Source: an optimization exercise on an open RTL-to-GDS flow (aim: small area, a short achievable clock period and few clock cycles per item). Production flows keep margins and buffers that such runs may drop. Only simulation tests tie the RTL to the original design; equivalence was not proved.

[design/flow/design.v]
module tmu_stats (
    input  wire         clk,
    input  wire         rst,
    input  wire         in_valid,
    output reg          in_ready,
    input  wire [47:0]  in_count,
    input  wire [95:0]  in_sum,
    input  wire [127:0] in_sumsq,
    output reg          out_valid,
    output wire [63:0]  out_mean,
    output wire [63:0]  out_stddev
);
    localparam C = 11;               
    reg  [3:0] ph;                   
    wire       last = (ph == C - 1);  
    reg          m_v, m_sgn;
    reg  [32:0]  m_n;
    reg  [99:0]  m_q;
    reg  [63:0]  m_u;
    reg  [65:0]  m_ux;               
    reg  [66:0]  m_cs, m_cc;
    reg  [1:0]   m_cy;
    reg  [14:0]  m_cq, m_cu;         
    wire         in_sgn = in_sum[95];
    wire [63:0]  in_u   = in_sum[63:0] ^ {64{in_sgn}};
    function [14:0] booth5;
        input [10:0] w;
        input        inv;            
        integer k;
        reg [2:0] b;
        begin
            for (k = 0; k < 5; k = k + 1) begin
                b = w[2*k +: 3];
                booth5[3*k +: 3] = {b[1] ^ b[0], (b == 3'b100) | (b == 3'b011), b[2] ^ inv};
            end
        end
    endfunction
    wire [10:0]  m_wq = last ? {in_sumsq[9:0], 1'b0} : m_q[19:9];
    wire [10:0]  m_wu = last ? {in_u[9:0], 1'b0} : m_ux[19:9];
    wire [66:0]  m_cs1, m_cc1;
    wire [1:0]   m_cy1;
    wire [9:0]   m_p;
    mstep5 m_st (.cs(m_cs), .cc(m_cc), .cy(m_cy), .n(m_n), .u(m_u), .cq(m_cq), .cu(m_cu),
                 .cs_o(m_cs1), .cc_o(m_cc1), .cy_o(m_cy1), .p(m_p));
    wire [26:0]  m_dh  = m_cs[26:0] + m_cc[26:0] + {25'd0, m_cy};    
    wire [63:0]  m_abs = m_u + {63'd0, m_sgn};
    reg          s1_v, s1_sgn;
    reg  [32:0]  s1_n;
    reg  [39:0]  s1_x;               
    reg  [109:0] s1_xl;              
    reg  [9:0]   s1_r;
    reg  [10:0]  s1_rem;
    reg  [32:0]  s1_rm;              
    reg  [39:0]  s1_qm;              
    wire [10:0]  s1_nrem;
    wire         s1_g1, s1_g2;
    sq2 #(.QW(10), .RW(11)) s1_sq (.rem(s1_rem), .r(s1_r), .x(s1_x[39:36]),
                                   .rem_o(s1_nrem), .g1(s1_g1), .g2(s1_g2));
    wire [72:0]  s1_stm;
    dstep2 #(.DW(40)) s1_dm (.rem(s1_rm), .dq(s1_qm), .dv(s1_n), .out(s1_stm));
    reg          s2_v, s2_sgn;
    reg  [32:0]  s2_n;
    reg  [39:0]  s2_x;               
    reg  [69:0]  s2_xl;              
    reg  [29:0]  s2_r;
    reg  [30:0]  s2_rem;
    reg  [32:0]  s2_rm;
    reg  [39:0]  s2_qm;
    wire [30:0]  s2_nrem;
    wire         s2_g1, s2_g2;
    sq2 #(.QW(30), .RW(31)) s2_sq (.rem(s2_rem), .r(s2_r), .x(s2_x[39:36]),
                                   .rem_o(s2_nrem), .g1(s2_g1), .g2(s2_g2));
    wire [72:0]  s2_stm;
    dstep2 #(.DW(40)) s2_dm (.rem(s2_rm), .dq(s2_qm), .dv(s2_n), .out(s2_stm));
    reg          s3_v, s3_sgn, s3_mex;
    reg  [32:0]  s3_n;
    reg  [36:0]  s3_qm;              
    reg  [39:0]  s3_x;               
    reg  [29:0]  s3_xl;              
    reg  [49:0]  s3_r;
    reg  [50:0]  s3_rem;
    wire [50:0]  s3_nrem;
    wire         s3_g1, s3_g2;
    sq2 #(.QW(50), .RW(51)) s3_sq (.rem(s3_rem), .r(s3_r), .x(s3_x[39:36]),
                                   .rem_o(s3_nrem), .g1(s3_g1), .g2(s3_g2));
    reg          s4_v, s4_sgn, s4_mex;
    reg  [32:0]  s4_n;
    reg  [36:0]  s4_qm;
    reg  [29:0]  s4_x;               
    reg  [69:0]  s4_r;
    reg  [70:0]  s4_rem;
    wire [70:0]  s4_nrem;
    wire         s4_g1, s4_g2;
    sq2 #(.QW(70), .RW(71)) s4_sq (.rem(s4_rem), .r(s4_r), .x(s4_x[29:26]),
                                   .rem_o(s4_nrem), .g1(s4_g1), .g2(s4_g2));
    reg          q1_v, q1_sgn, q1_mex, q1_sex;
    reg  [32:0]  q1_n;
    reg  [36:0]  q1_qm;
    reg  [32:0]  q1_rs;              
    reg  [39:0]  q1_qs;              
    wire [72:0]  q1_sts;
    dstep2 #(.DW(40)) q1_ds (.rem(q1_rs), .dq(q1_qs), .dv(q1_n), .out(q1_sts));
    reg          q2_v, q2_sgn, q2_mex, q2_sex;
    reg  [32:0]  q2_n;
    reg  [36:0]  q2_qm;
    reg  [32:0]  q2_rs;
    reg  [39:0]  q2_qs;
    wire [72:0]  q2_sts;
    dstep2 #(.DW(40)) q2_ds (.rem(q2_rs), .dq(q2_qs), .dv(q2_n), .out(q2_sts));
    wire        q_zero = (q2_n == 33'd0);
    wire [36:0] q_ts   = q2_qs[36:0];
    wire        q_im   = q2_qm[0] & ~(q2_mex & ~q2_qm[1]);
    wire        q_is   = q_ts[0] & ~(q2_sex & (q2_rs == 33'd0) & ~q_ts[1]);
    wire [36:0] q_mean = ({1'b0, q2_qm[36:1]} ^ {37{q2_sgn}}) + {36'd0, q2_sgn ^ q_im};
    wire [35:0] q_sd   = q_ts[36:1] + {35'd0, q_is};
    reg  [36:0] o_mean;
    reg  [35:0] o_sd;
    assign out_mean   = {{27{o_mean[36]}}, o_mean};
    assign out_stddev = {28'd0, o_sd};
    always @(posedge clk) begin
        if (rst) begin
            ph        <= 4'd0;
            in_ready  <= 1'b0;
            m_cq      <= 15'd0;
            m_cu      <= 15'd0;
            m_v       <= 1'b0;
            s1_v      <= 1'b0;
            s2_v      <= 1'b0;
            s3_v      <= 1'b0;
            s4_v      <= 1'b0;
            q1_v      <= 1'b0;
            q2_v      <= 1'b0;
            out_valid <= 1'b0;
        end else begin
            ph        <= last ? 4'd0 : ph + 4'd1;
            in_ready  <= (ph == C - 2);
            m_cq      <= booth5(m_wq, 1'b0);
            m_cu      <= booth5(m_wu, 1'b1);
            out_valid <= q2_v && last;
            if (last) begin
                m_v  <= in_valid;
                s1_v <= m_v;
                s2_v <= s1_v;
                s3_v <= s2_v;
                s4_v <= s3_v;
                q1_v <= s4_v;
                q2_v <= q1_v;
            end
        end
    end
    always @(posedge clk) begin
        o_mean <= q_zero ? 37'd0 : q_mean;
        o_sd   <= q_zero ? 36'd0 : q_sd;
        if (last) begin
            m_n    <= in_count[32:0];
            m_q    <= {5'd0, in_sumsq[94:0]};
            m_u    <= in_u;
            m_sgn  <= in_sgn;
            m_ux   <= {2'd0, in_u};
            m_cs   <= in_sgn ? {2'b01, in_sum[63:0], 1'b1} : {1'b1, 66'd0};
            m_cc   <= 67'd0;
            m_cy   <= 2'd0;
            s1_n   <= m_n;
            s1_sgn <= m_sgn;
            s1_x   <= {23'd0, m_dh[26:10]};
            s1_xl  <= {m_dh[9:0], m_q};
            s1_r   <= 10'd0;
            s1_rem <= 11'd0;
            s1_rm  <= {4'd0, m_abs[63:35]};
            s1_qm  <= {m_abs[34:0], 5'd0};
            s2_n   <= s1_n;
            s2_sgn <= s1_sgn;
            s2_x   <= s1_xl[109:70];
            s2_xl  <= s1_xl[69:0];
            s2_r   <= {20'd0, s1_r};
            s2_rem <= {20'd0, s1_rem};
            s2_rm  <= s1_rm;
            s2_qm  <= s1_qm;
            s3_n   <= s2_n;
            s3_sgn <= s2_sgn;
            s3_qm  <= s2_qm[36:0];
            s3_mex <= (s2_rm == 33'd0);
            s3_x   <= s2_xl[69:30];
            s3_xl  <= s2_xl[29:0];
            s3_r   <= {20'd0, s2_r};
            s3_rem <= {20'd0, s2_rem};
            s4_n   <= s3_n;
            s4_sgn <= s3_sgn;
            s4_qm  <= s3_qm;
            s4_mex <= s3_mex;
            s4_x   <= s3_xl;
            s4_r   <= {20'd0, s3_r};
            s4_rem <= {20'd0, s3_rem};
            q1_n   <= s4_n;
            q1_sgn <= s4_sgn;
            q1_qm  <= s4_qm;
            q1_mex <= s4_mex;
            q1_sex <= (s4_rem == 71'd0);
            q1_rs  <= {4'd0, s4_r[68:40]};
            q1_qs  <= s4_r[39:0];
            q2_n   <= q1_n;
            q2_sgn <= q1_sgn;
            q2_qm  <= q1_qm;
            q2_mex <= q1_mex;
            q2_sex <= q1_sex;
            q2_rs  <= q1_rs;
            q2_qs  <= q1_qs;
        end else begin
            m_cs   <= m_cs1;
            m_cc   <= m_cc1;
            m_cy   <= m_cy1;
            m_q    <= {m_p, m_q[99:10]};
            m_ux   <= {10'd0, m_ux[65:10]};
            s1_x   <= {s1_x[35:0], 4'd0};
            s1_r   <= {s1_r[7:0], s1_g1, s1_g2};
            s1_rem <= s1_nrem;
            {s1_rm, s1_qm} <= s1_stm;
            s2_x   <= {s2_x[35:0], 4'd0};
            s2_r   <= {s2_r[27:0], s2_g1, s2_g2};
            s2_rem <= s2_nrem;
            {s2_rm, s2_qm} <= s2_stm;
            s3_x   <= {s3_x[35:0], 4'd0};
            s3_r   <= {s3_r[47:0], s3_g1, s3_g2};
            s3_rem <= s3_nrem;
            s4_x   <= {s4_x[25:0], 4'd0};
            s4_r   <= {s4_r[67:0], s4_g1, s4_g2};
            s4_rem <= s4_nrem;
            {q1_rs, q1_qs} <= q1_sts;
            {q2_rs, q2_qs} <= q2_sts;
        end
    end
endmodule
module mstep5 (
    input  wire [66:0] cs,
    input  wire [66:0] cc,
    input  wire [1:0]  cy,
    input  wire [32:0] n,
    input  wire [63:0] u,
    input  wire [14:0] cq,           
    input  wire [14:0] cu,           
    output wire [66:0] cs_o,
    output wire [66:0] cc_o,
    output wire [1:0]  cy_o,
    output wire [9:0]  p
);
    wire [76:0] rn [0:4];
    wire [76:0] ru [0:4];
    genvar k;
    generate
        for (k = 0; k < 5; k = k + 1) begin : row
            wire        n1 = cq[3*k+2], n2 = cq[3*k+1], nn = cq[3*k];
            wire        u1 = cu[3*k+2], u2 = cu[3*k+1], un = cu[3*k];
            wire [33:0] mn = ({34{n1}} & {1'd0, n}) | ({34{n2}} & {n, 1'b0});
            wire [64:0] mu = ({65{u1}} & {1'd0, u}) | ({65{u2}} & {u, 1'b0});
            wire [67:0] pn = {~nn, {33{nn}}, mn ^ {34{nn}}};
            wire [66:0] pu = {~un, un, mu ^ {65{un}}};
            assign rn[k] = {{(9-2*k){1'b0}}, pn, {(2*k){1'b0}}};
            assign ru[k] = {{(10-2*k){1'b0}}, pu, {(2*k){1'b0}}};
        end
    endgenerate
    wire [76:0] n1x = rn[1] | {76'd0, cq[0]};
    wire [76:0] u1x = ru[1] | {76'd0, cu[0]};
    wire [76:0] n2x = rn[2] | {74'd0, cq[3], cy};
    wire [76:0] u2x = ru[2] | {72'd0, cu[3], 2'b0};
    wire [76:0] n3x = rn[3] | {70'd0, cq[6], 4'b0};
    wire [76:0] u3x = ru[3] | {70'd0, cu[6], 4'b0};
    wire [76:0] n4x = rn[4] | {68'd0, cq[9], 6'b0};
    wire [76:0] u4x = ru[4] | {68'd0, cu[9], 6'b0};
    wire [76:0] e   = {68'd0, cq[12], 8'b0};
    wire [76:0] a0  = {10'd0, cs};
    wire [76:0] b0  = {10'd0, cc};
    function [153:0] csa;            
        input [76:0] x, y, z;
        begin
            csa = {x ^ y ^ z, ((x & y) | (x & z) | (y & z)) << 1};
        end
    endfunction
    wire [76:0] l1 [0:7];
    assign {l1[0], l1[1]} = csa(a0, b0, rn[0]);
    assign {l1[2], l1[3]} = csa(n1x, n2x, n3x);
    assign {l1[4], l1[5]} = csa(n4x, ru[0], u1x);
    assign {l1[6], l1[7]} = csa(u2x, u3x, u4x);
    wire [76:0] l2 [0:5];
    assign {l2[0], l2[1]} = csa(l1[0], l1[1], l1[2]);
    assign {l2[2], l2[3]} = csa(l1[3], l1[4], l1[5]);
    assign {l2[4], l2[5]} = csa(l1[6], l1[7], e);
    wire [76:0] l3 [0:3];
    assign {l3[0], l3[1]} = csa(l2[0], l2[1], l2[2]);
    assign {l3[2], l3[3]} = csa(l2[3], l2[4], l2[5]);
    wire [76:0] l4 [0:1];
    assign {l4[0], l4[1]} = csa(l3[0], l3[1], l3[2]);
    wire [76:0] fs, fc;
    assign {fs, fc} = csa(l4[0], l4[1], l3[3]);
    wire [11:0] lo = {2'd0, fs[9:0]} + {2'd0, fc[9:0]} + {3'd0, cu[12], 8'd0};
    assign cs_o = fs[76:10];
    assign cc_o = fc[76:10];
    assign cy_o = lo[11:10];
    assign p    = lo[9:0];
endmodule
module sq2 #(parameter QW = 32, parameter RW = 34) (
    input  wire [RW-1:0] rem,
    input  wire [QW-1:0] r,
    input  wire [3:0]    x,
    output wire [RW-1:0] rem_o,
    output wire          g1,
    output wire          g2
);
    localparam W1 = RW + 2;
    localparam W2 = RW + 4;
    wire [W2-1:0] w = {rem, x};
    wire [W1-1:0] d1;
    wire [W2-1:0] d2a, d2b;
    wire          c2a, k;
    padd #(.W(W1)) a1 (.a({rem, x[3:2]}), .b(~{{(W1-QW-2){1'b0}}, r, 2'b01}),
                       .cin(1'b1), .s(d1), .cout(g1));
    padd #(.W(W2)) a2 (.a(w), .b(~{{(W2-QW-3){1'b0}}, r, 3'b001}),
                       .cin(1'b1), .s(d2a), .cout(c2a));
    wire [W2-1:0] y  = ~{{(W2-QW-4){1'b0}}, r, 4'b1000};
    wire [W2-1:0] z  = ~{{(W2-QW-3){1'b0}}, r, 3'b001};
    wire [W2-1:0] ps = w ^ y ^ z;
    wire [W2-1:0] pc = {(w[W2-2:0] & y[W2-2:0]) | (w[W2-2:0] & z[W2-2:0]) | (y[W2-2:0] & z[W2-2:0]), 1'b1};
    padd #(.W(W2)) a3 (.a(ps), .b(pc), .cin(1'b1), .s(d2b), .cout(k));
    wire          c2b = k & ((w[W2-1] & y[W2-1]) | (w[W2-1] & z[W2-1]) | (y[W2-1] & z[W2-1]));
    assign g2    = g1 ? c2b : c2a;
    assign rem_o = g1 ? (c2b ? d2b[RW-1:0] : {d1[RW-3:0], x[1:0]})
                      : (c2a ? d2a[RW-1:0] : w[RW-1:0]);
endmodule
module dstep2 #(parameter DW = 38) (
    input  wire [32:0]      rem,
    input  wire [DW-1:0]    dq,
    input  wire [32:0]      dv,
    output wire [DW+32:0]   out
);
    wire [34:0] w = {rem, dq[DW-1:DW-2]};
    wire [33:0] d1;
    wire [34:0] d2a, d2b;
    wire        g1, c2a, k;
    padd #(.W(34)) a1 (.a({rem, dq[DW-1]}), .b(~{1'b0, dv}), .cin(1'b1), .s(d1), .cout(g1));
    padd #(.W(35)) a2 (.a(w), .b(~{2'b0, dv}), .cin(1'b1), .s(d2a), .cout(c2a));
    wire [34:0] y  = ~{2'b0, dv};
    wire [34:0] z  = ~{1'b0, dv, 1'b0};
    wire [34:0] ps = w ^ y ^ z;
    wire [34:0] pc = {(w[33:0] & y[33:0]) | (w[33:0] & z[33:0]) | (y[33:0] & z[33:0]), 1'b1};
    padd #(.W(35)) a3 (.a(ps), .b(pc), .cin(1'b1), .s(d2b), .cout(k));
    wire c2b = k & ((w[34] & y[34]) | (w[34] & z[34]) | (y[34] & z[34]));
    wire g2  = g1 ? c2b : c2a;
    assign out = {g1 ? (c2b ? d2b[32:0] : {d1[31:0], dq[DW-2]})
                     : (c2a ? d2a[32:0] : w[32:0]),
                  dq[DW-3:0], g1, g2};
endmodule
module padd #(parameter W = 8) (
    input  wire [W-1:0] a,
    input  wire [W-1:0] b,
    input  wire         cin,
    output wire [W-1:0] s,
    output wire         cout
);
    function integer lg2;            
        input integer x;
        integer k;
        begin
            lg2 = 0;
            for (k = 1; k < x; k = k * 2)
                lg2 = lg2 + 1;
        end
    endfunction
    localparam L = lg2(W + 1);
    wire [W:0] g [0:L];
    wire [W:0] p [0:L];
    assign g[0] = {a & b, cin};
    assign p[0] = {a ^ b, 1'b0};
    genvar l, i;
    generate
        for (l = 0; l < L; l = l + 1) begin : lv
            for (i = 0; i <= W; i = i + 1) begin : bt
                if ((i >> l) & 1) begin : c
                    localparam integer J = ((i >> l) << l) - 1;
                    assign g[l+1][i] = g[l][i] | (p[l][i] & g[l][J]);
                    assign p[l+1][i] = p[l][i] & p[l][J];
                end else begin : n
                    assign g[l+1][i] = g[l][i];
                    assign p[l+1][i] = p[l][i];
                end
            end
        end
    endgenerate
    assign s    = p[0][W:1] ^ g[L][W-1:0];
    assign cout = g[L][W];
endmodule
[design/flow/flow/run.sh]
#!/bin/bash
# Standard synthesis, then the standard layout with a larger setup margin
# for repair_timing (the SDC is unchanged).
set -euo pipefail
bash standard.sh synth > synth.log 2>&1
bash standard.sh SETUP_SLACK_MARGIN=6.5 finish > layout.log 2>&1
[design/flow/standard.sh]
#!/bin/bash
# synth_recipe.tcl (not shown) runs the flow's synth.tcl, then flattens the netlist and writes it again
# the make line also repeats each setting of config.mk as NAME=value (left out here)
make -C /OpenROAD-flow-scripts/flow DESIGN_CONFIG=/design/flow/config.mk WORK_HOME=/design/flow/orfs CLKGATE_MAP_FILE= SYNTH_SCRIPT=/design/flow/synth_recipe.tcl "${@:-finish}"
[design/flow/config.mk]
export PLATFORM = sky130hd
export DESIGN_NAME = tmu_stats
export DESIGN_NICKNAME = tmu_stats
export VERILOG_FILES = /design/flow/design.v
export SDC_FILE = /design/flow/constraint.sdc
export NUM_CORES = 4
export LEC_CHECK = 0
export ABC_CLOCK_PERIOD_IN_PS = 3000
export CAP_MARGIN = 30
export CORE_MARGIN = 2
export CORE_UTILIZATION = 40
export SLEW_MARGIN = 30
[design/flow/constraint.sdc]
create_clock -name core_clock -period 10.0 [get_ports {clk}]
set_input_delay 2.0000 -clock core_clock [delete_from_list [all_inputs] [get_ports {clk}]]
set_output_delay 2.0000 -clock core_clock [all_outputs]
set_load 0.01 [all_outputs]
==> results of run 1 <==
-- worst min path at each step --
| stage | from | depth (start not counted) | endpoint | slack, ns |
|---|---|---|---|---|
| 2_1_floorplan | m_q[0]$_DFF_P_ | 0 | s1_xl[0]$_DFFE_PP_ | 0.39 |
| 4_1_cts | s4_qm[22]$_DFFE_PP_ | 0 | q1_qm[22]$_DFFE_PP_ | 0.38 |
| 3_3_place_gp | m_q[0]$_DFF_P_ | 0 | s1_xl[0]$_DFFE_PP_ | 0.39 |
| 3_5_place_dp | m_q[8]$_DFF_P_ | 0 | s1_xl[8]$_DFFE_PP_ | 0.39 |
| 5_1_grt | s4_qm[22]$_DFFE_PP_ | 0 | q1_qm[22]$_DFFE_PP_ | 0.39 |
| 6_report | s4_n[19]$_DFFE_PP_ | 0 | q1_n[19]$_DFFE_PP_ | 0.39 |
-- registers in the layout, summed over array words and instances, names as in the netlist, 36 cells and up --
register,flops
s2_qm,40
s2_x,40
s1_x,40
q2_qs,40
s3_qm,37
s3_x,40
s3_rem,51
s4_rem,71
q1_qm,37
s2_xl,70
m_cs,67
o_mean,37
m_q,100
o_sd,36
q1_qs,40
q2_qm,37
s4_qm,37
m_u,64
s4_r,70
s1_xl,110
s1_qm,40
m_cc,67
m_ux,55
s3_r,50
-- cells in the mapped netlist, drive strengths merged, types with 474 or more instances --
| cell type | number | area, µm² |
|---|---|---|
| nand2 | 1843 | 6920 |
| inv | 1311 | 4920 |
| dfxtp | 1173 | 23500 |
| ha | 1171 | 14700 |
| fa | 1015 | 20300 |
| xnor2 | 787 | 6890 |
| nor2 | 733 | 2760 |
| a21oi | 680 | 3410 |
| edfxtp | 666 | 20000 |
| o21ai | 648 | 3240 |
| a22oi | 500 | 3750 |
| xor2 | 474 | 4150 |
-- per-layer routing --
metal / routed length, µm / track usage (%) / vias to the layer above
met5: 89 / 0 / -
met4: 28600 / 13.4 / 14
met3: 36800 / 4.27 / 1313
met2: 207000 / 41.3 / 4623
met1: 188000 / 34.1 / 54000
li1: - / - / 50800
-- final cells by class --
| cell class | count | share of cell area (%) |
|---|---|---|
| inverters | 1313 | 2.99 |
| multi-input cells | 10400 | 53.8 |
| clock inverters | 105 | 0.779 |
| repair inverters | 1 | 0.00510 |
| well taps | 4515 | 3.29 |
| diodes | 12 | 0.0175 |
| clock buffers | 297 | 3.56 |
| repair buffers | 1434 | 10.1 |
| flip-flops and latches | 1839 | 25.4 |
-- through the flow --
stage / area (µm²) / setup slack [ns] / hold WS [ns] / std cells
floorplan: 136000 / 4.97 / 0.386 / 14200
global placement: 143000 / 3.84 / 0.387 / 18400
detailed placement: 143000 / 3.79 / 0.389 / 18400
CTS: 167000 / 4.89 / 0.384 / 19700
global route: 172000 / 4.74 / 0.394 / 19900
finish: 172000 / 4.86 / 0.391 / 19900
-- cell families after synthesis --
family | after synthesis
other | 1
AO/OA/AOI/OAI | 3154
AND/OR/NAND/NOR | 3605
adder cells (fa/ha/maj) | 2187
XOR/XNOR | 1261
multiplexers | 139
flip-flops | 1839
buffers and inverters | 2010
-- what timing repair did --
item                        CTS  global route
setup endpoints to repair   640           547
setup buffers               723           196
hold buffers                  0             0
pin swaps                   824           477
gates resized for setup    2403           729
gates cloned                113            11
-- placed cells by master, fill, tap and decap left out, types with 76 or more instances in the layout --
| cell type | count |
|---|---|
| nand2_1 | 1726 |
| ha_1 | 1079 |
| dfxtp_1 | 1056 |
| inv_1 | 1050 |
| fa_1 | 873 |
| xnor2_1 | 751 |
| edfxtp_1 | 666 |
| nor2_1 | 625 |
| buf_4 | 609 |
| a21oi_1 | 535 |
| xor2_1 | 472 |
| a22oi_1 | 422 |
| o21ai_0 | 418 |
| a21o_1 | 326 |
| clkbuf_16 | 234 |
| inv_2 | 217 |
| buf_12 | 195 |
| clkdlybuf4s50_1 | 193 |
| buf_6 | 186 |
| fa_2 | 142 |
| and2_1 | 136 |
| nor3_1 | 131 |
| nand3_1 | 127 |
| o21ai_1 | 123 |
| o21a_1 | 117 |
| a21oi_2 | 112 |
| buf_16 | 107 |
| mux2i_1 | 106 |
| and3_1 | 93 |
| a211oi_1 | 87 |
| dfxtp_2 | 83 |
| ha_4 | 80 |
| nand4_1 | 78 |
| a22oi_2 | 78 |
| o21ai_2 | 77 |
| o22ai_1 | 76 |
==> results.txt, run 1 <==
register area=0.0437 mm²; CP required=10.82 ns; Root Buffer=clkbuf_16; status=finished clean; final WL=460000 µm; clk slew on worst S/H paths=0.07 ns; clock sinks=1839; DPL Wire Length=about 290000 µm; initial antenna violation count=16; ys async rst share=0%; vias=111k; crit-path max FO=5; largest family of logic cells by synthesized area=adder cells; Compound-Gate Fraction of Synth Area=15.4%; Worst Setup Path Type=flop to flop; HP Class=flop to flop; Yosys cell types=about 110; relative slew slack=24.0%; mean post-synth cell area=9.55 µm²; kind of start point of the critical path=flop; Setup crit start=m_n[4]$_DFFE_PP_; FF-to-FF End=m_cy[0]$_SDFF_PP0_; ys flop type=dfxtp_1; CP Cell Sequence=buf_12 > a22oi_2 > xnor2_4 > fa_1 > inv_2 > fa_2 > fa_1 > inv_1 > fa_1 > ha_4 > ha_4 > ha_4 > fa_2 > a21o_1 > a21oi_2 > o21bai_1 > a21oi_1 > xor2_1 > nor2_1; footprint of the multi-input gates=approximately 0.09 mm²; number of flops mapped to enable cells by yosys=666; family with the most delay on the worst path=adder cells; MaxCap Viol Count=0; simple-gate share of the synthesized area=between 10% and 20%; Setup TNS=0 ns; Final nets=17.7k; initial drt markers=9718; P&R area growth vs syn=26.7%; H-tree Lvls=4; r2r setup slk=4.86 ns; vias per cell=5.56; Crit path largest cell delay=approximately 0.54 ns; Tcrit/Tclk final=51.4%; die area=0.344 mm²; I/O pin count=roughly 410; Worst path slowest cell=fa_2; largest net degree at the start of global routing=about 190; vias in the first global route=110k; fraction of layout cells with a size suffix above 1=21.5%; Mapped Area=0.136 mm²; # fillers=30.0k; GP Congestion=0.914; Syn Inst Count=14.2k; routed len/inst=23.1 µm; final setup fails=0; r2r worst-path depth=19; final core utilization=between 50 and 60%; CTS buffer count=216; Worst-Skew Late Latency=0.97 ns; critical path endpoint=m_cy[0]$_SDFF_PP0_; RSZ-0062 raised after global routing=true; minimum clock period=5.14 ns; buffers and inverters on the worst path=3; Synth Area in XOR/XNOR=8.14%; Slew Viols, Final=0; critical path depth=19; post-synthesis mux area share=1.05%; critical path data arrival time=5.95 ns; worst reg2reg startpoint=m_n[4]$_DFFE_PP_; Starting Density=about 40%; Yosys warning count=11; GRT overflow=0; fraction of the yosys area taken by sequential cells=32.1%; First-pass DRT Iterations=6; drc violations=0; DIE HEIGHT=slightly below 600 µm; #FFs+latches synth=1839; overall global routing resource usage=about a quarter; CTS tree=yes; first-pass GRT wire length=683000 µm; fmax=195 MHz; PortBufs=297; Die W=586 µm; adder-cell area share of the yosys netlist=25.8%; Slew @ Worst Pin=about 1.1 ns; clock tree buffer depth=4; Setup crit end kind=flop; Core ar.=0.337 mm²; final hold vios=0; # rows=213; clk_skew=0.141 ns; remaining antenna violation count=0
Testbench counts, summed over its fixed seeds: cycles 26,944, items 2,400.
==> run 2, diff against run 1 <==
--- a/design/flow/design.v
+++ b/design/flow/design.v
@@ -21,3 +21,3 @@
     reg  [66:0]  m_cs, m_cc;
-    reg  [1:0]   m_cy;
+    reg  [9:0]   m_ls, m_lc;
     reg  [14:0]  m_cq, m_cu;         
@@ -39,8 +39,10 @@
     wire [10:0]  m_wu = last ? {in_u[9:0], 1'b0} : m_ux[19:9];
+    wire [10:0]  m_lo  = {1'd0, m_ls} + {1'd0, m_lc};
     wire [66:0]  m_cs1, m_cc1;
-    wire [1:0]   m_cy1;
-    wire [9:0]   m_p;
-    mstep5 m_st (.cs(m_cs), .cc(m_cc), .cy(m_cy), .n(m_n), .u(m_u), .cq(m_cq), .cu(m_cu),
-                 .cs_o(m_cs1), .cc_o(m_cc1), .cy_o(m_cy1), .p(m_p));
-    wire [26:0]  m_dh  = m_cs[26:0] + m_cc[26:0] + {25'd0, m_cy};    
+    wire [9:0]   m_ls1, m_lc1;
+    mstep5 m_st (.cs(m_cs), .cc(m_cc), .cy(m_lo[10]), .n(m_n), .u(m_u), .cq(m_cq), .cu(m_cu),
+                 .cs_o(m_cs1), .cc_o(m_cc1), .ls_o(m_ls1), .lc_o(m_lc1));
+    wire [36:0]  m_dh;
+    padd #(.W(37)) m_add (.a({m_cs[26:0], m_ls}), .b({m_cc[26:0], m_lc}),
+                          .cin(1'b0), .s(m_dh), .cout());
     wire [63:0]  m_abs = m_u + {63'd0, m_sgn};
@@ -161,7 +163,8 @@
             m_cc   <= 67'd0;
-            m_cy   <= 2'd0;
+            m_ls   <= 10'd0;
+            m_lc   <= 10'd0;
             s1_n   <= m_n;
             s1_sgn <= m_sgn;
-            s1_x   <= {23'd0, m_dh[26:10]};
-            s1_xl  <= {m_dh[9:0], m_q};
+            s1_x   <= {23'd0, m_dh[36:20]};
+            s1_xl  <= {m_dh[19:0], m_q[99:10]};
             s1_r   <= 10'd0;
@@ -210,4 +213,5 @@
             m_cc   <= m_cc1;
-            m_cy   <= m_cy1;
-            m_q    <= {m_p, m_q[99:10]};
+            m_ls   <= m_ls1;
+            m_lc   <= m_lc1;
+            m_q    <= {m_lo[9:0], m_q[99:10]};
             m_ux   <= {10'd0, m_ux[65:10]};
@@ -235,3 +239,3 @@
     input  wire [66:0] cc,
-    input  wire [1:0]  cy,
+    input  wire        cy,           
     input  wire [32:0] n,
@@ -242,4 +246,4 @@
     output wire [66:0] cc_o,
-    output wire [1:0]  cy_o,
-    output wire [9:0]  p
+    output wire [9:0]  ls_o,
+    output wire [9:0]  lc_o
 );
@@ -262,3 +266,3 @@
     wire [76:0] u1x = ru[1] | {76'd0, cu[0]};
-    wire [76:0] n2x = rn[2] | {74'd0, cq[3], cy};
+    wire [76:0] n2x = rn[2] | {74'd0, cq[3], 2'b0};
     wire [76:0] u2x = ru[2] | {72'd0, cu[3], 2'b0};
@@ -268,3 +272,3 @@
     wire [76:0] u4x = ru[4] | {68'd0, cu[9], 6'b0};
-    wire [76:0] e   = {68'd0, cq[12], 8'b0};
+    wire [76:0] e   = {67'd0, cq[12] & cu[12], cq[12] ^ cu[12], 8'b0};
     wire [76:0] a0  = {10'd0, cs};
@@ -290,10 +294,9 @@
     wire [76:0] l4 [0:1];
-    assign {l4[0], l4[1]} = csa(l3[0], l3[1], l3[2]);
+    assign {l4[0], l4[1]} = csa(l3[0], l3[1] | {76'd0, cy}, l3[2]);
     wire [76:0] fs, fc;
     assign {fs, fc} = csa(l4[0], l4[1], l3[3]);
-    wire [11:0] lo = {2'd0, fs[9:0]} + {2'd0, fc[9:0]} + {3'd0, cu[12], 8'd0};
     assign cs_o = fs[76:10];
     assign cc_o = fc[76:10];
-    assign cy_o = lo[11:10];
-    assign p    = lo[9:0];
+    assign ls_o = fs[9:0];
+    assign lc_o = fc[9:0];
 endmodule
--- a/design/flow/flow/run.sh
+++ b/design/flow/flow/run.sh
@@ -5,2 +5,2 @@
 bash standard.sh synth > synth.log 2>&1
-bash standard.sh SETUP_SLACK_MARGIN=6.5 finish > layout.log 2>&1
+bash standard.sh SETUP_SLACK_MARGIN=6.0 finish > layout.log 2>&1
==> run 2 against run 1 <==
Compared with the run above: first-iteration DRC count rose by 10%; maximum frequency is 14% higher; synthesized area grew 0.26%; hold slack gained 0.0037 ns; global-route usage down 1.3 points; still clean on timing, DRC and antenna; non-clock buffer count fell by 76.
==> results.txt, run 2 <==
status=finished clean (unchanged); top cell type by total area after synthesis=dfxtp_1 (unchanged); critical path depth=18 (was 19); r2r worst-path depth=18 (was 19); clock sinks=1846 (was 1839); final core utilization=50.0% (was 51.0%); ys flop type=dfxtp_1 (unchanged); initial drt markers=10.7k (was 9718); H-tree Lvls=4 (unchanged); most common cell after layout, fill and taps aside=nand2_1 (unchanged); number of flops mapped to enable cells by yosys=666 (unchanged); GRT overflow=0 (unchanged); top cell type's share of synthesized area=17.4% (was 17.3%); #FFs+latches synth=1846 (was 1839); ys async rst share=0% (unchanged); buffers and inverters on the worst path=1 (was 3); family with the most delay on the worst path=compound AO/OA/AOI/OAI gates (was adder cells); number of instances in the placed design=18.6k (was 18.4k); Die W=587 µm (was 586 µm); fmax=222 MHz (was 195 MHz); largest net degree at the start of global routing=198 (was 185); Setup TNS=0 ns (unchanged); PortBufs=297 (unchanged); kind of start point of the critical path=flop (unchanged); critical path endpoint=s2_rm[32]$_DFF_P_ (was m_cy[0]$_SDFF_PP0_); final WL=469000 µm (was 460000 µm); CP required=10.76 ns (was 10.82 ns); # fillers=30.8k (was 30.0k); DIE HEIGHT=587 µm (was 586 µm); overall global routing resource usage=24.7% (was 26.0%); Crit path largest cell delay=0.48 ns (was 0.54 ns); minimum clock period=4.51 ns (was 5.14 ns); Yosys warning count=12 (was 11); Slew Viols, Final=0 (unchanged); mean post-synth cell area=9.50 µm² (was 9.55 µm²); Worst path slowest cell=fa_2 (unchanged); routed len/inst=23.5 µm (was 23.1 µm); Slew @ Worst Pin=1.16 ns (was 1.13 ns); fraction of the yosys area taken by sequential cells=32.1% (about the same); clk_skew=0.126 ns (was 0.141 ns); Largest Register=s1_xl (unchanged); Worst Setup Path Type=flop to flop (unchanged); Root Buffer=clkbuf_16 (unchanged); RSZ-0062 raised after global routing=true (unchanged); CTS Hold Bufs=0 (unchanged); GP Congestion=0.933 (was 0.914); r2r setup slk=5.49 ns (was 4.86 ns); Setup crit end kind=flop (unchanged); HP Class=flop to flop (unchanged); critical path data arrival time=5.27 ns (was 5.95 ns); max reg flops=110 (unchanged); vias=111k (about the same); final hold vios=0 (unchanged); P&R area growth vs syn=24.7% (was 26.7%); # rows=214 (was 213); crit-path max FO=4 (was 5); final setup fails=0 (unchanged); Final nets=17.7k (about the same); register area=0.0439 mm² (was 0.0437 mm²); remaining antenna violation count=0 (unchanged); Setup crit start=s2_n[1]$_DFFE_PP_ (was m_n[4]$_DFFE_PP_); Regs by FF count=s1_xl x110, m_q x91, s4_rem x71 (was s1_xl x110, m_q x100, s4_rem x71); Placed Area=0.143 mm² (about the same); MaxCap Viol Count=0 (unchanged); Starting Density=40.1% (was 40.2%); first-pass GRT wire length=659000 µm (was 683000 µm); worst reg2reg startpoint=s2_n[1]$_DFFE_PP_ (was m_n[4]$_DFFE_PP_); fraction of layout cells with a size suffix above 1=18.3% (was 21.5%); I/O pin count=405 (unchanged); DPL Wire Length=298000 µm (was 292000 µm); relative slew slack=21.9% (was 24.0%); CP Cell Sequence=inv_2 > fa_2 > ha_4 > o21a_1 > o21a_1 > o2111ai_2 > a21oi_2 > nand3b_1 > a221o_2 > a31oi_4 > o211ai_1 > a21oi_2 > o21bai_1 > fa_2 > xor2_1 > nor2_1 > a211oi_2 > a211o_1 (was buf_12 > a22oi_2 > xnor2_4 > fa_1 > inv_2 > fa_2 > fa_1 > inv_1 > fa_1 > ha_4 > ha_4 > ha_4 > fa_2 > a21o_1 > a21oi_2 > o21bai_1 > a21oi_1 > xor2_1 > nor2_1); footprint of the multi-input gates=0.0910 mm² (was 0.0925 mm²); Tcrit/Tclk final=45.1% (was 51.4%); ranking of synthesized cells by area=dfxtp_1 17%, fa_1 15%, edfxtp_1 15%, ha_1 11%, xnor2_1 5.4% (was dfxtp_1 17%, fa_1 15%, edfxtp_1 15%, ha_1 11%, nand2_1 5.1%); Mapped Area=0.136 mm² (about the same); most common cell in the synthesized netlist=nand2_1 (unchanged); vias per cell=5.56 (about the same); vias in the first global route=107k (was 110k); most common library cells after synthesis=1839 x nand2_1, 1391 x inv_1, 1180 x dfxtp_1 (was 1842 x nand2_1, 1306 x inv_1, 1173 x dfxtp_1); clk slew on worst S/H paths=0.06 ns (was 0.07 ns); Syn Inst Count=14.3k (was 14.2k); FF-to-FF End=s2_rm[32]$_DFF_P_ (was m_cy[0]$_SDFF_PP0_); drc violations=0 (unchanged); CTS buffer count=209 (was 216); die area=0.345 mm² (was 0.344 mm²); commonest cells after routing, fill and taps aside=1800 x nand2_1, 1225 x inv_1, 1065 x ha_1 (was 1726 x nand2_1, 1079 x ha_1, 1056 x dfxtp_1); post-route design area=0.169 mm² (was 0.172 mm²); CTS tree=yes (unchanged); Core ar.=0.339 mm² (was 0.337 mm²); Yosys cell types=100 (was 106); Worst-Skew Late Latency=0.98 ns (was 0.97 ns); initial antenna violation count=18 (was 16); First-pass DRT Iterations=6 (unchanged); Non-Filler Instances=20.0k (was 19.9k); clock tree buffer depth=4 (unchanged)
[run 2: cell count changes after synthesis, sizes merged, moves of 17 or more]
cell / before / now
nor2b: 82 / 101
clkbuf: 462 / 484
ha: 1171 / 1147
xnor2: 787 / 833
nand2b: 65 / 82
buf: 235 / 205
inv: 1311 / 1396
o31ai: 64 / 46
and3: 106 / 78
mux2i: 117 / 95
a31oi: 68 / 89
a21oi: 680 / 711
[run 2: routing by layer]
metal | GRT usage (%) | part of all wire (%)
met5 | 0 | 0.011
met4 | 10.7 | 6.5
met3 | 4.11 | 8.6
met2 | 39.4 | 44
met1 | 32.9 | 41
[run 2: area by class of cell]
cell class / count / share of cell area, %
multi-input cells: 10400 / 53.7
flip-flops and latches: 1846 / 25.9
repair buffers: 1358 / 9.69
clock buffers: 260 / 3.36
well taps: 4536 / 3.35
inverters: 1396 / 3.20
clock inverters: 130 / 0.731
diodes: 45 / 0.0664
repair inverters: 2 / 0.00960
[run 2: cells by family after synthesis]
| logic type | Yosys count | synth area share, % |
|---|---|---|
| other | 1 | 0.00276 |
| adders and majority gates | 2161 | 25.5 |
| and+or+nand+nor | 3636 | 11.9 |
| buffers and inverters | 2085 | 5.99 |
| DFF | 1846 | 32.1 |
| muxes | 113 | 0.851 |
| xor gates and xnor gates | 1297 | 8.36 |
| AOI/OAI and AO/OA | 3177 | 15.4 |
[run 2: worst reg2reg max path: stages (launching register included)]
cell and delay, ns:
edfxtp_1 0.45, inv_2 0.14, fa_2 0.48, ha_4 0.24, o21a_1 0.19, o21a_1 0.20, o2111ai_2 0.23, a21oi_2 0.11
nand3b_1 0.23, a221o_2 0.48, a31oi_4 0.21, o211ai_1 0.13, a21oi_2 0.16, o21bai_1 0.10, fa_2 0.34, xor2_1 0.16
nor2_1 0.13, a211oi_2 0.07, a211o_1 0.27
[run 2: what timing repair did]
action | in CTS | in global routing
gates cloned | 46 | 71
resized for setup | 857 | 1150
pin swaps | 252 | 769
setup buffers | 517 | 310
setup endpoints to repair | 620 | 474
[run 2: worst min-delay path by stage]
stage,startpoint,end,slack [ns],cells after the start
floorplan,s2_x[6]$_DFF_P_,s2_x[10]$_DFF_P_,0.40,2
global placement,s1_xl[65]$_DFFE_PP_,s2_xl[65]$_DFFE_PP_,0.40,0
detailed placement,s4_n[0]$_DFFE_PP_,q1_n[0]$_DFFE_PP_,0.40,0
CTS,s4_qm[5]$_DFFE_PP_,q1_qm[5]$_DFFE_PP_,0.40,0
global route,q1_qm[7]$_DFFE_PP_,q2_qm[7]$_DFFE_PP_,0.41,0
finish,s4_qm[5]$_DFFE_PP_,q1_qm[5]$_DFFE_PP_,0.39,0
[run 2: metrics by stage]
stage	hold slack, ns	setup WS [ns]
floorplan	0.399	5.76
global placement	0.400	4.17
detailed placement	0.405	4.24
CTS	0.398	5.49
global route	0.409	5.29
finish	0.395	5.49
Testbench counts of run 2, summed over its fixed seeds: cycles 26,944, items 2,400.
==> run 3, diff against run 2 <==
--- a/design/flow/design.v
+++ b/design/flow/design.v
@@ -258,6 +258,6 @@
             wire [64:0] mu = ({65{u1}} & {1'd0, u}) | ({65{u2}} & {u, 1'b0});
-            wire [67:0] pn = {~nn, {33{nn}}, mn ^ {34{nn}}};
-            wire [66:0] pu = {~un, un, mu ^ {65{un}}};
-            assign rn[k] = {{(9-2*k){1'b0}}, pn, {(2*k){1'b0}}};
-            assign ru[k] = {{(10-2*k){1'b0}}, pu, {(2*k){1'b0}}};
+            wire [34:0] pn = {~nn, mn ^ {34{nn}}};
+            wire [65:0] pu = {~un, mu ^ {65{un}}};
+            assign rn[k] = {{(42-2*k){1'b0}}, pn, {(2*k){1'b0}}};
+            assign ru[k] = {{(11-2*k){1'b0}}, pu, {(2*k){1'b0}}};
         end
@@ -272,3 +272,4 @@
     wire [76:0] u4x = ru[4] | {68'd0, cu[9], 6'b0};
-    wire [76:0] e   = {67'd0, cq[12] & cu[12], cq[12] ^ cu[12], 8'b0};
+    localparam [76:0] K = 77'd341 * ((77'd5 << 65) - (77'd1 << 34));
+    wire [76:0] e   = K | {67'd0, cq[12] & cu[12], cq[12] ^ cu[12], 8'b0};
     wire [76:0] a0  = {10'd0, cs};
--- a/design/flow/flow/run.sh
+++ b/design/flow/flow/run.sh
@@ -5,2 +5,2 @@
 bash standard.sh synth > synth.log 2>&1
-bash standard.sh SETUP_SLACK_MARGIN=6.0 finish > layout.log 2>&1
+bash standard.sh SETUP_SLACK_MARGIN=5.6 finish > layout.log 2>&1
==> run 3 against run 2 <==
Compared with the run above: non-clock buffer count down 801; clock-buffer cell count up 25; global-route usage down 2.1 points.
==> results.txt, run 3 <==
H-tree Lvls=4 (unchanged); HP Class=flop to flop (unchanged); Starting Density=40.1% (about the same); Worst Setup Path Type=flop to flop (unchanged); Regs by FF count=s1_xl x110, m_q x91, s4_rem x71 (unchanged); P&R area growth vs syn=13.0% (was 24.7%); Hold Slack=0.381 ns (was 0.395 ns); Hold Path End=s2_qm[8]$_DFF_P_ (was q1_qm[5]$_DFFE_PP_); remaining antenna violation count=0 (unchanged); mean post-synth cell area=9.45 µm² (was 9.50 µm²); Non-Filler Instances=18.8k (was 20.0k); final hold vios=0 (unchanged); kind of start point of the critical path=flop (unchanged); fraction of the yosys area taken by sequential cells=32.6% (was 32.1%); clock sinks=1845 (was 1846); ranking of synthesized cells by area=dfxtp_1 18%, edfxtp_1 15%, fa_1 13%, ha_1 12%, xnor2_1 5.5% (was dfxtp_1 17%, fa_1 15%, edfxtp_1 15%, ha_1 11%, xnor2_1 5.4%); Yosys warning count=12 (unchanged); buffers and inverters on the worst path=0 (was 1); final core utilization=45.4% (was 50.0%); post-route design area=0.151 mm² (was 0.169 mm²); Tcrit/Tclk final=45.4% (was 45.1%); clk slew on worst S/H paths=0.06 ns (about the same); I/O pin count=405 (unchanged); Core ar.=0.333 mm² (was 0.339 mm²); GP Congestion=0.901 (was 0.933); Crit path largest cell delay=0.90 ns (was 0.48 ns); PortBufs=297 (unchanged); Syn Inst Count=14.2k (was 14.3k); clock tree buffer depth=4 (unchanged); #FFs+latches synth=1845 (was 1846); vias per cell=5.40 (was 5.56); Hold Crit Start=s2_qm[6]$_DFF_P_ (was s4_qm[5]$_DFFE_PP_); worst reg2reg startpoint=m_cs[2]$_DFF_P_ (was s2_n[1]$_DFFE_PP_); RSZ-0062 raised after global routing=true (unchanged); relative slew slack=24.2% (was 21.9%); r2r setup slk=5.46 ns (was 5.49 ns); top cell type's share of synthesized area=17.6% (was 17.4%); DIE HEIGHT=582 µm (was 587 µm); Die W=582 µm (was 587 µm); # fillers=32.0k (was 30.8k); most common library cells after synthesis=1853 x nand2_1, 1253 x ha_1, 1249 x inv_1 (was 1839 x nand2_1, 1391 x inv_1, 1180 x dfxtp_1); Mapped Area=0.134 mm² (was 0.136 mm²); family with the most delay on the worst path=compound AO/OA/AOI/OAI gates (unchanged); vias in the first global route=99.8k (was 107k); r2r worst-path depth=11 (was 18); overall global routing resource usage=22.6% (was 24.7%); minimum clock period=4.54 ns (was 4.51 ns); Yosys cell types=105 (was 100); worst setup margin=5.46 ns (was 5.49 ns); Worst-Skew Late Latency=0.93 ns (was 0.98 ns); Hold Crit Depth=2 (was 0); drc violations=0 (unchanged); initial antenna violation count=15 (was 18); Setup crit end kind=flop (unchanged); largest net degree at the start of global routing=194 (was 198); routed len/inst=21.0 µm (was 23.5 µm); worst slack after detailed placement=4.53 ns (was 4.24 ns); commonest cells after routing, fill and taps aside=1843 x nand2_1, 1249 x ha_1, 1213 x inv_1 (was 1800 x nand2_1, 1225 x inv_1, 1065 x ha_1); Slew @ Worst Pin=1.13 ns (was 1.16 ns); footprint of the multi-input gates=0.0836 mm² (was 0.0910 mm²); Final nets=16.7k (was 17.7k); CTS tree=yes (unchanged); CP Cell Sequence=ha_1 > a21o_1 > a21o_1 > a21oi_1 > a2bb2oi_1 > a21oi_1 > o21ai_0 > a211oi_1 > o31a_1 > o21a_1 > o31ai_2 (was inv_2 > fa_2 > ha_4 > o21a_1 > o21a_1 > o2111ai_2 > a21oi_2 > nand3b_1 > a221o_2 > a31oi_4 > o211ai_1 > a21oi_2 > o21bai_1 > fa_2 > xor2_1 > nor2_1 > a211oi_2 > a211o_1); final setup fails=0 (unchanged); number of flops mapped to enable cells by yosys=666 (unchanged); Slew Viols, Final=0 (unchanged); Worst path slowest cell=o31ai_2 (was fa_2); number of instances in the placed design=18.3k (was 18.6k); first-pass GRT wire length=598000 µm (was 659000 µm); top cell type by total area after synthesis=dfxtp_1 (unchanged); crit-path max FO=4 (unchanged); fraction of layout cells with a size suffix above 1=6.67% (was 18.3%); DPL Wire Length=288000 µm (was 298000 µm); Placed Area=0.140 mm² (was 0.143 mm²); ys flop type=dfxtp_1 (unchanged); FF-to-FF End=s1_x[15]$_DFF_P_ (was s2_rm[32]$_DFF_P_); max reg flops=110 (unchanged); initial drt markers=8321 (was 10.7k); # rows=212 (was 214); GRT overflow=0 (unchanged); vias=102k (was 111k); status=finished clean (unchanged); CTS buffer count=211 (was 209); Setup TNS=0 ns (unchanged); fmax=220 MHz (was 222 MHz); register area=0.0437 mm² (was 0.0439 mm²); most common cell in the synthesized netlist=nand2_1 (unchanged); ys async rst share=0% (unchanged); final WL=395000 µm (was 469000 µm); critical path data arrival time=5.23 ns (was 5.27 ns); Largest Register=s1_xl (unchanged); CP required=10.70 ns (was 10.76 ns); MaxCap Viol Count=0 (unchanged); die area=0.339 mm² (was 0.345 mm²); Root Buffer=clkbuf_16 (unchanged); First-pass DRT Iterations=6 (unchanged); clk_skew=0.0937 ns (was 0.126 ns); most common cell after layout, fill and taps aside=nand2_1 (unchanged)
==> run 3: changes by cell type after synthesis, moves of 29 or more <==
cell,delta
a31oi_1,-31
a211oi_1,-37
a21o_1,-36
ha_1,+106
fa_1,-136
inv_1,-142
buf_2,-29
a21oi_1,+49
==> run 3: routing by layer <==
metal / vias up / part of all wire, % / track usage, %
li1: 48800 / - / -
met1: 49400 / 45 / 31.1
met2: 2941 / 46 / 36.7
met3: 615 / 5.9 / 2.80
met4: 8 / 3.3 / 7.18
met5: - / 0.012 / 0
==> run 3: logic make-up after synthesis <==
family | count (synthesis) | share of synthesized area, %
adders and majority gates | 2130 | 24.8
other | 1 | 0.00280
xor gates and xnor gates | 1288 | 8.43
AOI/OAI and AO/OA | 3115 | 15.1
muxes | 119 | 0.910
and+or+nand+nor | 3697 | 12.3
buffers and inverters | 1955 | 5.74
DFF | 1845 | 32.6
==> run 3: cell type report <==
cell class | count | area share [%]
timing repair buffer | 557 | 4.04
antenna | 15 | 0.0248
inverter | 1255 | 3.15
sequential | 1845 | 28.9
multi-input combinational | 10400 | 55.3
tap | 4387 | 3.63
clock inverter | 107 | 0.968
clock buffer | 285 | 3.94
==> run 3: tightest hold or removal path: stages (launching register included) <==
cell     delay [ns]
dfxtp_1        0.32
nand2_1        0.06
nand2_1        0.04
==> run 3: how the worst max path moves through the flow <==
stage | start | end | slack, ns | cells after the start
after global routing | m_cu[6]$_SDFF_PP0_ | m_cs[55]$_DFF_P_ | 5.54 | 12
final | m_cs[2]$_DFF_P_ | s1_x[15]$_DFF_P_ | 5.46 | 11
after global placement | s4_rem[47]$_DFF_P_ | s4_rem[37]$_DFF_P_ | 4.52 | 16
after floorplan | q2_sgn$_DFFE_PP_ | o_mean[32]$_SDFF_PN0_ | 5.63 | 18
after CTS | s4_r[0]$_DFF_P_ | s4_rem[22]$_DFF_P_ | 5.58 | 15
after detailed placement | s4_r[0]$_DFF_P_ | s4_rem[25]$_DFF_P_ | 4.53 | 16
==> run 3: what timing repair did <==
action,in CTS,in global routing
hold buffers,0,0
pin swaps,15,27
setup buffers,32,104
hold endpoints to repair,0,0
endpoints found under the setup margin,448,360
gates resized for setup,171,192
cloned,7,8
Testbench counts of run 3, summed over its fixed seeds: cycles 26,944, items 2,400.
==> run 4, diff against run 3 <==
--- a/design/flow/flow/run.sh
+++ b/design/flow/flow/run.sh
@@ -5,2 +5,2 @@
 bash standard.sh synth > synth.log 2>&1
-bash standard.sh SETUP_SLACK_MARGIN=5.6 finish > layout.log 2>&1
+bash standard.sh SETUP_SLACK_MARGIN=5.8 finish > layout.log 2>&1
==> run 4 against run 3 <==
Compared with the run above: largest cell class unchanged; critical path depth rose by 2; hold slack got worse by 0.057 ns; still clean; first-iteration DRC count rose by 5.4%; maximum frequency rose by 8.0%; utilization rose by 1.2 points; critical endpoint is now s1_x[16]$_DFF_P_; routed wire length rose by 3.9%; design area rose by 2.6%.
==> results.txt, run 4 <==
routed len/inst=21.5 µm (was 21.0 µm); final hold vios=0 (unchanged); HP Class=flop to flop (unchanged); overall global routing resource usage=23.3% (was 22.6%); most common cell in the synthesized netlist=nand2_1 (unchanged); initial antenna violation count=10 (was 15); final WL=410000 µm (was 395000 µm); GRT overflow=0 (unchanged); FF-to-FF End=s1_x[16]$_DFF_P_ (was s1_x[15]$_DFF_P_); crit-path max FO=4 (unchanged); top cell type by total area after synthesis=dfxtp_1 (unchanged); clock tree buffer depth=4 (unchanged); number of flops mapped to enable cells by yosys=666 (unchanged); Slew Viols, Final=0 (unchanged); CTS buffer count=215 (was 211); status=finished clean (unchanged); r2r worst-path depth=13 (was 11); critical path data arrival time=4.97 ns (was 5.23 ns); Final nets=16.9k (was 16.7k); Hold Path End=s3_qm[6]$_DFFE_PP_ (was s2_qm[8]$_DFF_P_); commonest cells after routing, fill and taps aside=1842 x nand2_1, 1224 x ha_1, 1163 x inv_1 (was 1843 x nand2_1, 1249 x ha_1, 1213 x inv_1); DPL Wire Length=286000 µm (was 288000 µm); initial drt markers=8773 (was 8321); most common cell after layout, fill and taps aside=nand2_1 (unchanged); drc violations=0 (unchanged); final setup fails=0 (unchanged); Routed met3 length=29900 µm (was 23400 µm); die area=0.339 mm² (unchanged); ys flop type=dfxtp_1 (unchanged); # fillers=31.6k (was 32.0k); fmax=238 MHz (was 220 MHz); first-pass GRT wire length=613000 µm (was 598000 µm); most common library cells after synthesis=1853 x nand2_1, 1253 x ha_1, 1249 x inv_1 (unchanged); PortBufs=297 (unchanged); Setup crit end kind=flop (unchanged); ys async rst share=0% (unchanged); worst reg2reg startpoint=m_cc[2]$_SDFF_PP0_ (was m_cs[2]$_DFF_P_); CTS Hold Bufs=0 (unchanged); Hold Crit Start=s2_qm[6]$_DFF_P_ (unchanged); DIE HEIGHT=582 µm (unchanged); Syn Inst Count=14.2k (unchanged); Die W=582 µm (unchanged); clk slew on worst S/H paths=0.07 ns (was 0.06 ns); Hold Crit Depth=0 (was 2); minimum clock period=4.20 ns (was 4.54 ns); vias per cell=5.46 (was 5.40); metal2 WL=188000 µm (was 182000 µm); r2r setup slk=5.80 ns (was 5.46 ns); remaining antenna violation count=0 (unchanged); CTS tree=yes (unchanged); relative slew slack=33.5% (was 24.2%); max reg flops=110 (unchanged); P&R area growth vs syn=16.0% (was 13.0%); largest net degree at the start of global routing=200 (was 194); fraction of the yosys area taken by sequential cells=32.6% (unchanged); Regs by FF count=s1_xl x110, m_q x91, s4_rem x71 (unchanged); I/O pin count=405 (unchanged); top cell type's share of synthesized area=17.6% (unchanged); Starting Density=40.1% (unchanged); mean post-synth cell area=9.45 µm² (unchanged); Yosys cell types=105 (unchanged); #FFs+latches synth=1845 (unchanged); ranking of synthesized cells by area=dfxtp_1 18%, edfxtp_1 15%, fa_1 13%, ha_1 12%, xnor2_1 5.5% (unchanged); Largest Register=s1_xl (unchanged); Setup TNS=0 ns (unchanged); H-tree Lvls=4 (unchanged); RSZ-0062 raised after global routing=true (unchanged); Mapped Area=0.134 mm² (unchanged); Tcrit/Tclk final=42.0% (was 45.4%); met1 WL=176000 µm (was 177000 µm); Worst Setup Path Type=flop to flop (unchanged); clk_skew=0.125 ns (was 0.0937 ns); Core ar.=0.333 mm² (unchanged); vias=104k (was 102k); Top Metal Used=met5 (unchanged); Yosys warning count=12 (unchanged); kind of start point of the critical path=flop (unchanged); fraction of layout cells with a size suffix above 1=9.44% (was 6.67%); Slew @ Worst Pin=0.988 ns (was 1.13 ns); vias in the first global route=101k (was 99.8k); First-pass DRT Iterations=7 (was 6); GP Congestion=0.899 (was 0.901); # rows=212 (unchanged); Worst-Skew Late Latency=0.98 ns (was 0.93 ns); clock sinks=1845 (unchanged); Root Buffer=clkbuf_16 (unchanged); CP required=10.76 ns (was 10.70 ns); MaxCap Viol Count=0 (unchanged)
-- run 4: changes by cell type in the layout (fill, tap and decap cells not counted), moves of 17 or more --
cell	delta
buf_12	+69
buf_4	+154
clkinv_2	+17
dfxtp_1	-25
ha_1	-25
ha_4	+22
inv_1	-50
inv_2	+36
-- run 4: logic make-up after synthesis --
kind of cell / synth area share, %
other cells: 0.00280
mux: 0.910
xor+xnor: 8.43
compound gates: 15.1
simple gates: 12.3
buf+inv: 5.74
fa+ha+maj: 24.8
flops: 32.6
-- run 4: how the worst max path moves through the flow --
stage / cells past startpoint / end / slack [ns] / startpoint
floorplan: 18 / o_mean[32]$_SDFF_PN0_ / 5.83 / q2_sgn$_DFFE_PP_
detailed placement: 17 / s4_rem[8]$_DFF_P_ / 4.55 / s4_rem[47]$_DFF_P_
finish: 13 / s1_x[16]$_DFF_P_ / 5.80 / m_cc[2]$_SDFF_PP0_
global route: 16 / s4_rem[13]$_DFF_P_ / 5.73 / s4_r[61]$_SDFF_PP0_
global placement: 17 / s4_rem[8]$_DFF_P_ / 4.55 / s4_rem[47]$_DFF_P_
CTS: 19 / s4_rem[9]$_DFF_P_ / 5.79 / s4_rem[7]$_DFF_P_
-- run 4: metal layers --
metal | vias to the layer above | GRT usage [%]
met3 | 839 | 3.38
met2 | 3482 | 37.4
li1 | 49300 | -
met5 | - | 0
met1 | 50600 | 31.7
met4 | 12 | 8.63
-- run 4: cell type report --
class,instances,area (µm²),share of cell area [%]
timing repair inverter,2,17.5,0.0113
antenna,5,12.5,0.00807
tap,4387,5490,3.54
clock inverter,126,1560,1.00
timing repair buffer,792,9120,5.88
multi-input combinational,10400,84400,54.4
clock buffer,273,5950,3.83
inverter,1255,4810,3.10
sequential,1845,43800,28.2
-- run 4: through the flow --
step	util (%)	instance area, µm²	cells	hold slack [ns]	setup WS [ns]
2_1_floorplan	-	134000	14200	0.399	5.83
3_3_place_gp	42.1	140000	18300	0.400	4.55
3_5_place_dp	42.2	140000	18300	0.403	4.55
4_1_cts	45.5	152000	18900	0.320	5.79
5_1_grt	46.6	155000	19100	0.339	5.73
6_report	46.6	155000	19100	0.323	5.80
-- run 4: what timing repair did --
item,in CTS,in global routing
pin swaps,33,65
setup buffers,183,180
cloned,18,19
setup endpoints to repair,451,362
gates resized for setup,327,332
-- run 4: worst max-delay path, stage by stage (launching register included) --
cell and delay (ns):
dfxtp_1 0.36, ha_1 0.37, a21o_1 0.20, a21o_1 0.17
a21oi_1 0.17, a2bb2oi_1 0.60, a21oi_1 0.21, o21ai_0 0.54
a211oi_1 0.22, o31a_1 0.37, o21a_1 0.20, nor2_1 0.11
xor2_1 0.29, o21ai_2 0.20
==> run 5, diff against run 4 <==
--- a/design/flow/flow/run.sh
+++ b/design/flow/flow/run.sh
@@ -5,2 +5,2 @@
 bash standard.sh synth > synth.log 2>&1
-bash standard.sh SETUP_SLACK_MARGIN=5.8 finish > layout.log 2>&1
+bash standard.sh SETUP_SLACK_MARGIN=5.5 finish > layout.log 2>&1
--- a/design/flow/config.mk
+++ b/design/flow/config.mk
@@ -10,3 +10,3 @@
 export CORE_MARGIN = 2
-export CORE_UTILIZATION = 40
+export CORE_UTILIZATION = 55
 export SLEW_MARGIN = 30
==> run 5 against run 4 <==
Compared with the run above: critical path type unchanged; largest cell class unchanged; still clean; synthesized cell count is the same; via count shrank 0.69%; utilization increased by 14 points; critical path depth up 2; cell count fell by 8.0%; worst setup slack got worse by 0.20 ns; sequential share of layout area rose by 1.3 points.
==> results.txt, run 5 <==
worst slack after detailed placement=4.37 ns (was 4.55 ns); Syn Inst Count=14.2k (unchanged); vias per cell=5.90 (was 5.46); Yosys warning count=12 (unchanged); ranking of synthesized cells by area=dfxtp_1 18%, edfxtp_1 15%, fa_1 13%, ha_1 12%, xnor2_1 5.5% (unchanged); most common library cells after synthesis=1853 x nand2_1, 1253 x ha_1, 1249 x inv_1 (unchanged); vias=103k (was 104k); worst setup margin=5.60 ns (was 5.80 ns); mean post-synth cell area=9.45 µm² (unchanged); Crit path largest cell delay=0.58 ns (was 0.60 ns); critical path depth=15 (was 13); crit-path max FO=18 (was 4); GRT overflow=0 (unchanged); DIE HEIGHT=497 µm (was 582 µm); MaxCap Viol Count=0 (unchanged); PortBufs=297 (unchanged); Worst Setup Path Type=flop to flop (unchanged); Regs by FF count=s1_xl x110, m_q x91, s4_rem x71 (unchanged); kind of start point of the critical path=flop (unchanged); status=finished clean (unchanged); vias in the first global route=104k (was 101k); I/O pin count=405 (unchanged); clk_skew=0.117 ns (was 0.125 ns); Root Buffer=clkbuf_16 (unchanged); clock sinks=1845 (unchanged); Yosys cell types=105 (unchanged); Setup crit end kind=flop (unchanged); Die W=497 µm (was 582 µm); H-tree Lvls=4 (unchanged); top cell type by total area after synthesis=dfxtp_1 (unchanged); largest family of logic cells by synthesized area=adder cells (unchanged); Worst path slowest cell=or4_1 (was a2bb2oi_1); critical path data arrival time=5.12 ns (was 4.97 ns); P&R area growth vs syn=10.6% (was 16.0%); simple-gate share of the synthesized area=12.3% (unchanged); adder-cell area share of the yosys netlist=24.8% (unchanged); r2r worst-path depth=15 (was 13); initial drt markers=8824 (was 8773); First-pass DRT Iterations=7 (unchanged); FF-to-FF End=s3_rem[25]$_DFF_P_ (was s1_x[16]$_DFF_P_); fraction of layout cells with a size suffix above 1=5.67% (was 9.44%); buffers and inverters on the worst path=2 (was 0); die area=0.247 mm² (was 0.339 mm²); max reg flops=110 (unchanged); number of flops mapped to enable cells by yosys=666 (unchanged); final setup fails=0 (unchanged); most common cell in the synthesized netlist=nand2_1 (unchanged); fmax=227 MHz (was 238 MHz); post-synthesis mux area share=0.910% (unchanged); clk slew on worst S/H paths=0.06 ns (was 0.07 ns); RSZ-0062 raised after global routing=false (was true); CP Cell Sequence=inv_1 > ha_1 > o21a_1 > o211ai_1 > or4_1 > o32a_1 > a31oi_4 > a21boi_2 > o21ba_2 > o211a_1 > buf_6 > nor2_4 > o21ai_1 > a21oi_1 > nor3_1 (was ha_1 > a21o_1 > a21o_1 > a21oi_1 > a2bb2oi_1 > a21oi_1 > o21ai_0 > a211oi_1 > o31a_1 > o21a_1 > nor2_1 > xor2_1 > o21ai_2); fraction of the yosys area taken by sequential cells=32.6% (unchanged); number of instances in the placed design=17.1k (was 18.3k); Slew @ Worst Pin=1.09 ns (was 0.988 ns); CTS Hold Bufs=0 (unchanged); HP Class=flop to flop (unchanged); commonest cells after routing, fill and taps aside=1845 x nand2_1, 1253 x ha_1, 1224 x inv_1 (was 1842 x nand2_1, 1224 x ha_1, 1163 x inv_1); Compound-Gate Fraction of Synth Area=15.1% (unchanged); ys async rst share=0% (unchanged); Mapped Area=0.134 mm² (unchanged); family with the most delay on the worst path=compound AO/OA/AOI/OAI gates (unchanged); Largest Register=s1_xl (unchanged); CTS tree=yes (unchanged); critical path endpoint=s3_rem[25]$_DFF_P_ (was s1_x[16]$_DFF_P_); final hold vios=0 (unchanged); overall global routing resource usage=31.2% (was 23.3%); routed len/inst=22.3 µm (was 21.5 µm)
run 5: what timing repair did:
item                                    in CTS  in global routing
resized for setup                          138                142
pin swaps                                   11                 20
cloned                                       2                  3
endpoints found under the setup margin     402                321
buffers inserted                            17                 37
run 5: cell type report:
cell class / instances / area (µm²)
fillers: 20700 / 94600
multi-input cells: 10400 / 83400
flip-flops and latches: 1845 / 43700
clock buffers: 256 / 5600
inverters: 1255 / 4750
repair buffers: 461 / 4730
well taps: 3202 / 4010
clock inverters: 131 / 1740
diodes: 16 / 40.0
run 5: how the worst min path moves through the flow:
stage                   startpoint             endpoint  slack, ns  cells past startpoint
2_1_floorplan      s2_x[6]$_DFF_P_     s2_x[10]$_DFF_P_       0.40                      2
3_5_place_dp      s4_mex$_DFFE_PP_     q1_mex$_DFFE_PP_       0.40                      0
5_1_grt        s3_qm[19]$_DFFE_PP_  s4_qm[19]$_DFFE_PP_       0.36                      0
3_3_place_gp   s1_xl[34]$_DFFE_PP_  s2_xl[34]$_DFFE_PP_       0.40                      0
6_report        s4_n[21]$_DFFE_PP_   q1_n[21]$_DFFE_PP_       0.37                      0
4_1_cts         s4_n[21]$_DFFE_PP_   q1_n[21]$_DFFE_PP_       0.38                      0
run 5: per-layer routing:
metal	GRT usage [%]	up-vias	routed length, µm
li1	-	48600	-
met1	42.0	50700	168000
met4	10.8	18	14000
met2	51.4	3470	184000
met5	0	-	126
met3	4.45	744	24900
run 5: kinds of logic (layout without fill, tap and decap cells):
logic type / after synthesis / count (layout)
simple gates: 3697 / 3698
compound gates: 3115 / 3116
fa+ha+maj: 2130 / 2130
buf+inv: 1955 / 2103
flops: 1845 / 1845
xor+xnor: 1288 / 1288
mux: 119 / 119
other cells: 1 / 44
run 5: through the flow:
| stage | instance area [µm²] | hold WS, ns | utilization, % |
|---|---|---|---|
| after floorplan | 134000 | 0.399 | - |
| after global placement | 139000 | 0.400 | 57.3 |
| after detailed placement | 139000 | 0.405 | 57.3 |
| after CTS | 147000 | 0.375 | 60.6 |
| after global routing | 148000 | 0.364 | 61.0 |
| final | 148000 | 0.368 | 61.0 |
run 5: worst register-to-register path, cell delays in order, from the launching register on:
cell and delay (ns):
dfxtp_1 0.38, inv_1 0.15, ha_1 0.31, o21a_1 0.13, o211ai_1 0.20, or4_1 0.58
o32a_1 0.33, a31oi_4 0.39, a21boi_2 0.15, o21ba_2 0.26, o211a_1 0.25, buf_6 0.20
nor2_4 0.53, o21ai_1 0.17, a21oi_1 0.16, nor3_1 0.06

[afterwards: timing with drivers on the ports]
Ports are ideal in the flow. The routed layouts listed here were re-timed in OpenROAD.
Step 1 (the two cells are an assumption about what drives the block):
set clk [get_ports {clk}]
set_driving_cell -lib_cell sky130_fd_sc_hd__clkbuf_16 $clk
set_driving_cell -lib_cell sky130_fd_sc_hd__buf_2 [delete_from_list [all_inputs] $clk]
Step 2, shift: input delay + t, output delay - t, t = (earliest + latest rising clock arrival at the registers) / 2. This alone moves slack from input paths to output paths.
a / b / c = no drivers / after step 1 / after step 2; a / b = the first two.
| run | t, ns | slack for setup (ns) | slew at the worst register clock pin (ns) | pins driven straight from the clock port |
|---|---|---|---|---|
| run 1 | 1.012 | 4.864 / 4.864 / 4.864 | 0.07 / 0.07 | 1 |
| run 2 | 1.023 | 5.493 / 5.493 / 5.493 | 0.07 / 0.07 | 1 |
| run 3 | 1.002 | 5.462 / 5.462 / 5.462 | 0.07 / 0.07 | 1 |
| run 4 | 1.024 | 5.799 / 5.799 / 5.799 | 0.07 / 0.07 | 1 |
| run 5 | 0.987 | 5.597 / 5.597 / 5.597 | 0.07 / 0.07 | 1 |
After both steps every run listed still meets setup and hold.
